Source: an optimization exercise on an open RTL-to-GDS flow (aim: small area, a short achievable clock period and few clock cycles per item). Production flows keep margins and buffers that such runs may drop.
RTL that was checked went through simulation tests only; none was proved equivalent to the original.
Power and IR drop assume default switching activity.

## pq_engine
module pq_engine (
    input  wire        clk,
    input  wire        rst,
    input  wire        cmd_valid,
    output wire        cmd_ready,
    input  wire [2:0]  cmd_op,
    input  wire [1:0]  cmd_width,    
    input  wire [3:0]  cmd_x,
    input  wire [3:0]  cmd_y,
    input  wire [7:0]  cmd_rows,     
    input  wire        in_valid,
    output wire        in_ready,
    input  wire [63:0] in_data,
    output reg         out_valid,
    input  wire        out_ready,
    output wire [63:0] out_a,
    output wire [63:0] out_b
);
For scale: ~2700 cells after synthesis, ~210 flip-flops.
==> flow/config.mk <==
export PLATFORM = sky130hd
export DESIGN_NAME = pq_engine
export DESIGN_NICKNAME = pq_engine
export VERILOG_FILES = /design/flow/design.v
export SDC_FILE = /design/flow/constraint.sdc
export NUM_CORES = 4
export LEC_CHECK = 0
export CAP_MARGIN = 20
export CORE_MARGIN = 2
export CORE_UTILIZATION = 45
export CTS_BUF_LIST = sky130_fd_sc_hd__clkbuf_4
export SETUP_SLACK_MARGIN = 2.75
export SLEW_MARGIN = 20
==> flow/constraint.sdc <==
create_clock -name core_clock -period 5.5 [get_ports {clk}]
set_input_delay 1.1000 -clock core_clock [delete_from_list [all_inputs] [get_ports {clk}]]
set_output_delay 1.1000 -clock core_clock [all_outputs]
set_load 0.01 [all_outputs]
standard.sh (not shown) runs the stock make flow with config.mk's settings and CLKGATE_MAP_FILE= SYNTH_SCRIPT=/design/flow/synth_recipe.tcl, a recipe that flattens the netlist after the stock synthesis.
==> flow/flow/run.sh <==
#!/bin/bash
# Standard layout, with the port buffers made from buf_2 instead of the
# default delay buffers.
export BUFFER_PORTS_ARGS="-buffer_cell sky130_fd_sc_hd__buf_2"
bash standard.sh > standard.log 2>&1
Next try:
CTS_BUF_LIST = sky130_fd_sc_hd__clkbuf_8   (was sky130_fd_sc_hd__clkbuf_4)
- die area is unchanged
- setup slack is worse by 0.047 ns
- global-route usage rose by 0.17 points
No functional check of the RTL was part of any run of this note.


run A:
pq_engine, a different RTL version from the one above (not shown whole).
Size in the first run: ~2700 cells after synthesis, about 210 flip-flops, about 220 I/O pins, ~20000 um2 of cells after synthesis.
Settings: LEC_CHECK=0, CAP_MARGIN=20, CORE_MARGIN=2, CORE_UTILIZATION=55, CTS_BUF_LIST=sky130_fd_sc_hd__clkbuf_4, SETUP_SLACK_MARGIN=2.75, SLEW_MARGIN=20; clock period 5.5 ns.
Scripts as last shown in full above: flow/flow/run.sh
Changes in run B relative to run A:
# run A
export LEC_CHECK = 0
export CAP_MARGIN = 20
export CORE_MARGIN = 2
export CORE_UTILIZATION = 55
export CTS_BUF_LIST = sky130_fd_sc_hd__clkbuf_4
export SETUP_SLACK_MARGIN = 2.75
export SLEW_MARGIN = 20
create_clock -name core_clock -period 5.5 [get_ports {clk}]
# run B
export LEC_CHECK = 0
export CAP_MARGIN = 20
export CORE_MARGIN = 2
export CORE_UTILIZATION = 45
export CTS_BUF_LIST = sky130_fd_sc_hd__clkbuf_4 sky130_fd_sc_hd__clkbuf_8
export SETUP_SLACK_MARGIN = 2.75
export SLEW_MARGIN = 20
create_clock -name core_clock -period 5.5 [get_ports {clk}]
==> comparison <==
Looking only at pin slew with the least headroom to its limit, and setting everything else aside, the lower value of run A and run B goes to run B.
When run B is set beside run A, its layout buffer count excluding clock buffers turns out to be 24 larger.
Run A has lower final-layout non-clock buffer area share than run B.
Between run A and run B, combinational share of power is lower for run B, run A comes in above that.
The inputs of run C differ from those of run B as listed below.
# run B
export LEC_CHECK = 0
export CAP_MARGIN = 20
export CORE_MARGIN = 2
export CORE_UTILIZATION = 45
export CTS_BUF_LIST = sky130_fd_sc_hd__clkbuf_4 sky130_fd_sc_hd__clkbuf_8
export SETUP_SLACK_MARGIN = 2.75
export SLEW_MARGIN = 20
create_clock -name core_clock -period 5.5 [get_ports {clk}]
# run C
export LEC_CHECK = 0
export CAP_MARGIN = 20
export CORE_MARGIN = 2
export CORE_UTILIZATION = 45
export CTS_BUF_LIST = sky130_fd_sc_hd__clkbuf_8
export SETUP_SLACK_MARGIN = 2.75
export SLEW_MARGIN = 20
create_clock -name core_clock -period 5.5 [get_ports {clk}]
Findings:
- Via count down 60 in run C wrt run B
- Run C ended up with a lower area added between synthesis and finish than run B did.
- Compared with run B, in run C area after detailed placement about even, share of power burned in the clock network fell 0.6 points, number of post-CTS setup repair buffers fell 8.3%.
- Relative to run B, count of clock-buffer cells in the layout has decreased by 21% in run C.
- Going from run B to run C, final area shrinks by about 0.8%.
- Run C ended up with c_tq[0] as its end of the critical path; run B ended up with r[1].
- Looking at utilization, run C sits below run B.
### run C -> run D
# run C
export LEC_CHECK = 0
export CAP_MARGIN = 20
export CORE_MARGIN = 2
export CORE_UTILIZATION = 45
export CTS_BUF_LIST = sky130_fd_sc_hd__clkbuf_8
export SETUP_SLACK_MARGIN = 2.75
export SLEW_MARGIN = 20
create_clock -name core_clock -period 5.5 [get_ports {clk}]
# run D
export LEC_CHECK = 0
export CAP_MARGIN = 20
export CORE_MARGIN = 2
export CORE_UTILIZATION = 45
export CTS_BUF_LIST = sky130_fd_sc_hd__clkbuf_4
export SETUP_SLACK_MARGIN = 2.75
export SLEW_MARGIN = 20
create_clock -name core_clock -period 5.5 [get_ports {clk}]
## What came out
Total power divided by cell area, run D vs run C: up slightly. Run D vs. run C: worst setup slack shows an increase of 0.055 ns, flop-to-flop setup slack stayed essentially flat. [compare] base=run C new=run D: total length of routed met2 wires moved down, area of all placed cells without fillers shows an increase of about 0.7%, cell count moved up.
Function was not checked in any run of this note: the RTL went through the layout flow alone.


## P
Another version of the RTL of pq_engine (not shown whole).
For scale: roughly 2700 cells after synthesis, ~210 flip-flops, ~220 I/O pins, about 20000 sq um of cells after synthesis.
clock: 5.5 ns
lec_check: 0
cap_margin: 20
core_margin: 2
core_utilization: 45
cts_buf_list: sky130_fd_sc_hd__clkbuf_8
setup_slack_margin: 2.75
slew_margin: 20
Scripts as last shown in full above: flow/flow/run.sh
P: flow completed, timing, DRC and antenna clean
Testbench counts of P, summed over its fixed seeds: cycles 23,337, rows 2,762.
Modified inputs, Q compared to P
Settings: changing CORE_UTILIZATION from 45 to 30; changing SETUP_SLACK_MARGIN from 2.75 to 2.5; removing CTS_BUF_LIST (formerly sky130_fd_sc_hd__clkbuf_8).
### Flow results
Q: all stages complete, timing, DRC and antenna checks passed. Changes observed in Q relative to P: well tap count went up; maximum resistive drop on vdd has increased; filler cell count increased by 2856 relative to the old numbers. Comparing Q and P, the higher routed wire length is on P. Q vs P — post-layout net count dropped slightly.
Edits applied to the flow inputs when going from Q to R:
Settings: swapping 2.5 for 3.0 in SETUP_SLACK_MARGIN.
==> flow/run.sh (new file) <==
#!/bin/bash
# synth_recipe.tcl (not shown) runs the flow's synth.tcl, then flattens the netlist and writes it again
# the make line also repeats each setting of config.mk as NAME=value (left out here)
make -C /OpenROAD-flow-scripts/flow DESIGN_CONFIG=/design/flow/config.mk WORK_HOME=/design/flow/orfs CLKGATE_MAP_FILE= SYNTH_SCRIPT=/design/flow/synth_recipe.tcl finish
removed: flow/flow/run.sh
removed: flow/standard.sh
Of Q and R, R shows the higher global-route met3 utilization, with Q below it.
In the reports for Q and R, the larger clock insertion delay at the later pin of the skew report belongs to R.
Changes observed in R relative to Q: final hold slack stayed essentially flat, fraction of synthesized area in multiplexers stayed essentially flat, post-route worst setup slack fell by 0.21 ns.
Result: PASS for each of Q and R
Any difference in number of multi-input combinational cells in the layout between R and Q is small enough to ignore.
Measured against Q, the non-clock buffer count of R comes out at 1.7 times the reference value.
Of R and Q, it is R that has the lower clock-buffer cell count.
Between R and Q, the number of placed instances with taps included figures differ only marginally.
Changes in S relative to R:
Settings: SETUP_SLACK_MARGIN now 2.5, was 3.0.
--- outcome ---
Result for R and S: all clean. Compared S vs R, and sequential share of layout area is up in S. Minimum setup slack after placement is lower on R. Re worst-case clock buffer depth: no difference whatsoever between S and R. S: maximum net fanout on the critical path 16 above R. Compared with R, in S utilization lower, hold slack higher. Of the two values seen for master of the slowest instance on the critical path, sky130_fd_sc_hd__dlygate4sd2_1 was produced by R and sky130_fd_sc_hd__clkdlybuf4s50_1 by S. [compare] base=R new=S: number of antenna cells inserted down 3; final cell count fell by 5.5%; overall routing resource usage down 3.7 points. Detail-routed net length per standard cell of S falls short of that of R by more than 10%.
Inputs modified between S and T:
Settings: changing CORE_UTILIZATION from 30 to 45; setting CTS_BUF_LIST to sky130_fd_sc_hd__clkbuf_8 for the first time.
==> flow/flow/run.sh (new file) <==
#!/bin/bash
# Standard layout, with the port buffers made from buf_2 instead of the
# default delay buffers.
export BUFFER_PORTS_ARGS="-buffer_cell sky130_fd_sc_hd__buf_2"
bash standard.sh > standard.log 2>&1
==> flow/standard.sh (new file) <==
#!/bin/bash
# synth_recipe.tcl (not shown) runs the flow's synth.tcl, then flattens the netlist and writes it again
# the make line also repeats each setting of config.mk as NAME=value (left out here)
make -C /OpenROAD-flow-scripts/flow DESIGN_CONFIG=/design/flow/config.mk WORK_HOME=/design/flow/orfs CLKGATE_MAP_FILE= SYNTH_SCRIPT=/design/flow/synth_recipe.tcl "${@:-finish}"
removed: flow/run.sh
Results
T finished all stages; the layout is clean.
Summary — number of resized instances in the post-cts repair step, T relative to S: lower, by about 64%.
Between T and S, it is T whose combinational power share is lower, by 0.6 points.
The final reports for T and S show wire length lower in the former.
Going from S to T, core outline area lower, cell count lower.

-- static timing again, ports no longer ideal --
The results above use ideal ports. As a check the final layouts listed here were re-extracted and re-timed, cells and wires unchanged. Step 1: set_driving_cell puts a clkbuf_16 on clk and a buf_2 on each other input, an assumption about the parent block. Step 2, shift: input delay + t, output delay - t, t = (earliest + latest rising clock arrival at the registers) / 2. This alone moves slack from input paths to output paths. a / b / c = ideal ports / drivers / drivers and shift; a / b = the first two.
| run | t (ns) | setup slack, ns | hold slack, ns | worst setup path at the end |
|---|---|---|---|---|
| the first run of note 1 | 0.859 | 2.733 / 2.733 / 1.986 | 0.491 / 0.490 / 0.491 | input to register |
| the second run of note 1 | 0.692 | 2.687 / 2.686 / 2.030 | 0.493 / 0.493 / 0.493 | input to register |
| run A | 0.868 | 2.705 / 2.737 / 1.869 | 0.445 / 0.414 / 0.475 | input to register |
| run B | 0.661 | 2.663 / 2.657 / 1.995 | 0.489 / 0.489 / 0.489 | input to register |
| run C | 0.657 | 2.657 / 2.667 / 2.010 | 0.487 / 0.487 / 0.487 | input to register |
| run D | 0.851 | 2.712 / 2.712 / 1.953 | 0.489 / 0.479 / 0.489 | input to register |
| P | 0.664 | 2.593 / 2.593 / 2.055 | 0.467 / 0.467 / 0.467 | input to register |
| Q | 0.600 | 2.478 / 2.495 / 1.900 | 0.465 / 0.465 / 0.465 | input to register |
| R | 0.621 | 2.270 / 2.298 / 1.677 | 0.463 / 0.463 / 0.463 | input to register |
| S | 0.639 | 2.497 / 2.513 / 1.894 | 0.467 / 0.467 / 0.467 | input to register |
| T | 0.667 | 2.538 / 2.538 / 1.945 | 0.464 / 0.464 / 0.464 | input to register |
After both steps every run listed still meets setup and hold. The setup slack of run A, which loses most, moves by +0.032 ns with the drivers and by -0.836 ns with both steps.
